From an optimization exercise on the open Yosys and OpenROAD flow, aimed at small area; shortcuts taken in it are not production practice.
Function was checked by simulation only, so behaviour that the tests miss may differ from the original.
Power is estimated from default activity; no workload was simulated.

==> flow/design.v (excerpt) <==
module met_decim (
    input  wire        clk,
    input  wire        rst,         
    input  wire        bit_valid,
    input  wire        bit_in,
    input  wire [4:0]  sh1,
    input  wire [4:0]  sh2,
    input  wire [4:0]  sh3,
    output reg         out_valid,
    output wire [23:0] out_data,
    output wire        out_ovf,
    output wire        out_stuck
);
    integer n1, n2, n3;
function [2:0] dig2(input [3:0] p, input [2:0] q);
  case ({p, q})
    {4'd0, 3'd2}: dig2 = 3'b001;
    {4'd0, 3'd3}: dig2 = 3'b110;
    {4'd1, 3'd1}: dig2 = 3'b001;
    {4'd1, 3'd2}: dig2 = 3'b001;
    {4'd1, 3'd3}: dig2 = 3'b101;
    {4'd1, 3'd4}: dig2 = 3'b101;
    {4'd1, 3'd5}: dig2 = 3'b001;
    {4'd2, 3'd1}: dig2 = 3'b001;
    {4'd2, 3'd2}: dig2 = 3'b001;
    {4'd2, 3'd3}: dig2 = 3'b110;
    {4'd2, 3'd5}: dig2 = 3'b110;
    {4'd3, 3'd0}: dig2 = 3'b010;
    {4'd3, 3'd1}: dig2 = 3'b101;
    {4'd3, 3'd2}: dig2 = 3'b101;
    {4'd3, 3'd5}: dig2 = 3'b001;
    {4'd3, 3'd6}: dig2 = 3'b001;
    {4'd4, 3'd0}: dig2 = 3'b110;
    {4'd4, 3'd1}: dig2 = 3'b110;
    {4'd4, 3'd3}: dig2 = 3'b001;
    {4'd4, 3'd5}: dig2 = 3'b001;
    {4'd4, 3'd6}: dig2 = 3'b001;
    {4'd4, 3'd7}: dig2 = 3'b101;
    {4'd5, 3'd1}: dig2 = 3'b001;
    {4'd5, 3'd2}: dig2 = 3'b010;
    {4'd5, 3'd3}: dig2 = 3'b101;
    {4'd5, 3'd4}: dig2 = 3'b010;
    {4'd5, 3'd5}: dig2 = 3'b101;
    {4'd5, 3'd6}: dig2 = 3'b010;
    {4'd5, 3'd7}: dig2 = 3'b010;
    {4'd6, 3'd1}: dig2 = 3'b001;
    {4'd6, 3'd2}: dig2 = 3'b010;
    {4'd6, 3'd3}: dig2 = 3'b101;
    {4'd6, 3'd4}: dig2 = 3'b010;
    {4'd6, 3'd5}: dig2 = 3'b101;
    {4'd6, 3'd6}: dig2 = 3'b010;
    {4'd6, 3'd7}: dig2 = 3'b010;
    {4'd7, 3'd0}: dig2 = 3'b110;
    {4'd7, 3'd1}: dig2 = 3'b110;
    {4'd7, 3'd3}: dig2 = 3'b001;
    {4'd7, 3'd5}: dig2 = 3'b001;
    {4'd7, 3'd6}: dig2 = 3'b001;
    {4'd7, 3'd7}: dig2 = 3'b101;
    {4'd8, 3'd0}: dig2 = 3'b010;
    {4'd8, 3'd1}: dig2 = 3'b101;
  ...
Size: ~3700 cells after synthesis, about 46 I/O pins, about 0.043 mm^2 of cells after synthesis.
make LEC_CHECK=0 CAP_MARGIN=20 CORE_MARGIN=2 CORE_UTILIZATION=65 CTS_CLUSTER_DIAMETER=80 CTS_CLUSTER_SIZE=30 SLEW_MARGIN=20 finish   # period 25.0 ns
run.sh (not shown) runs the stock make flow with config.mk's settings and CLKGATE_MAP_FILE= SYNTH_SCRIPT=/design/flow/synth_recipe.tcl, a recipe that flattens the netlist after the stock synthesis.
The baseline finished with timing, DRC and antenna clean.
==> next run, changes <==
--- a/flow/config.mk
+++ b/flow/config.mk
@@ -10,2 +10,2 @@
-export CORE_UTILIZATION = 65
-export CTS_CLUSTER_DIAMETER = 80
+export CORE_UTILIZATION = 55
+export CTS_CLUSTER_DIAMETER = 100
Effect:
- sequential share of layout area went down by 0.11 points
- final area barely changes
- combinational power barely changes
- setup slack is worse by 0.046 ns


run C:
Another version of the RTL of met_decim (not shown whole).
For scale: about 6100 cells after synthesis, roughly 0.054 mm2 of cells after synthesis.
Settings: LEC_CHECK=0, ABC_AREA=1, CAP_MARGIN=20, CORE_MARGIN=2, CORE_UTILIZATION=40, CTS_BUF_LIST=sky130_fd_sc_hd__clkbuf_4, SLEW_MARGIN=20; clock period 25.0 ns.
For run A, these inputs were changed with respect to run C:
-- flow/config.mk --
<<< run C, line 10
export CORE_MARGIN = 2
export CORE_UTILIZATION = 40
export CTS_BUF_LIST = sky130_fd_sc_hd__clkbuf_4
export SLEW_MARGIN = 20
>>> run A, line 10
export CORE_MARGIN = 2
export CORE_UTILIZATION = 60
export CTS_BUF_LIST = sky130_fd_sc_hd__clkbuf_8
export SLEW_MARGIN = 20
Notes after the runs:
- Run A has sequential share of layout area above what run C had.
- Looking at cell depth of the worst flop-to-flop path, run A sits above run C.
- Wire: run A routes more than run C
- The lower total via count in the routed design came out of run A.
- Cmp run C and run A / wire length of the first global-routing pass / lower: run A
- Re final period utilization: run A is 0.95 points up on run C.

separate check: timing with driven ports:
The flow's constraints put no driver on any port. The routed layouts listed below were extracted and timed again, unchanged, in two steps. Step 1 (the two cells are an assumption about what drives the block):
set clk [get_ports {clk}]
set_driving_cell -lib_cell sky130_fd_sc_hd__clkbuf_16 $clk
set_driving_cell -lib_cell sky130_fd_sc_hd__buf_2 [delete_from_list [all_inputs] $clk]
Step 2 moves the port delays by t, midway between the first and last clock arrival at a register: inputs arrive t later, outputs are due t later. That takes back most of the time a late clock gives input paths. Slacks: ideal ports / drivers / drivers and shift; pairs: ideal ports / drivers.
run	shift t [ns]	setup slack, ns	clock arrival spread, ns	worst data-port slew with drivers (ns)	cell pins on the clock port's net
the first run of note 1	0.696	0.829 / 0.867 / 0.171	0.040 / 0.040	0.07	1
the second run of note 1	0.704	0.783 / 0.823 / 0.119	0.058 / 0.059	0.07	1
run C	1.300	12.038 / 12.083 / 10.783	0.174 / 0.175	0.06	1
run A	0.952	11.799 / 11.842 / 10.890	0.069 / 0.070	0.13	1
After both steps every run listed still meets setup and hold. For run C, which loses most, drivers alone change the setup slack by +0.045 ns; drivers and shift together by -1.255 ns.
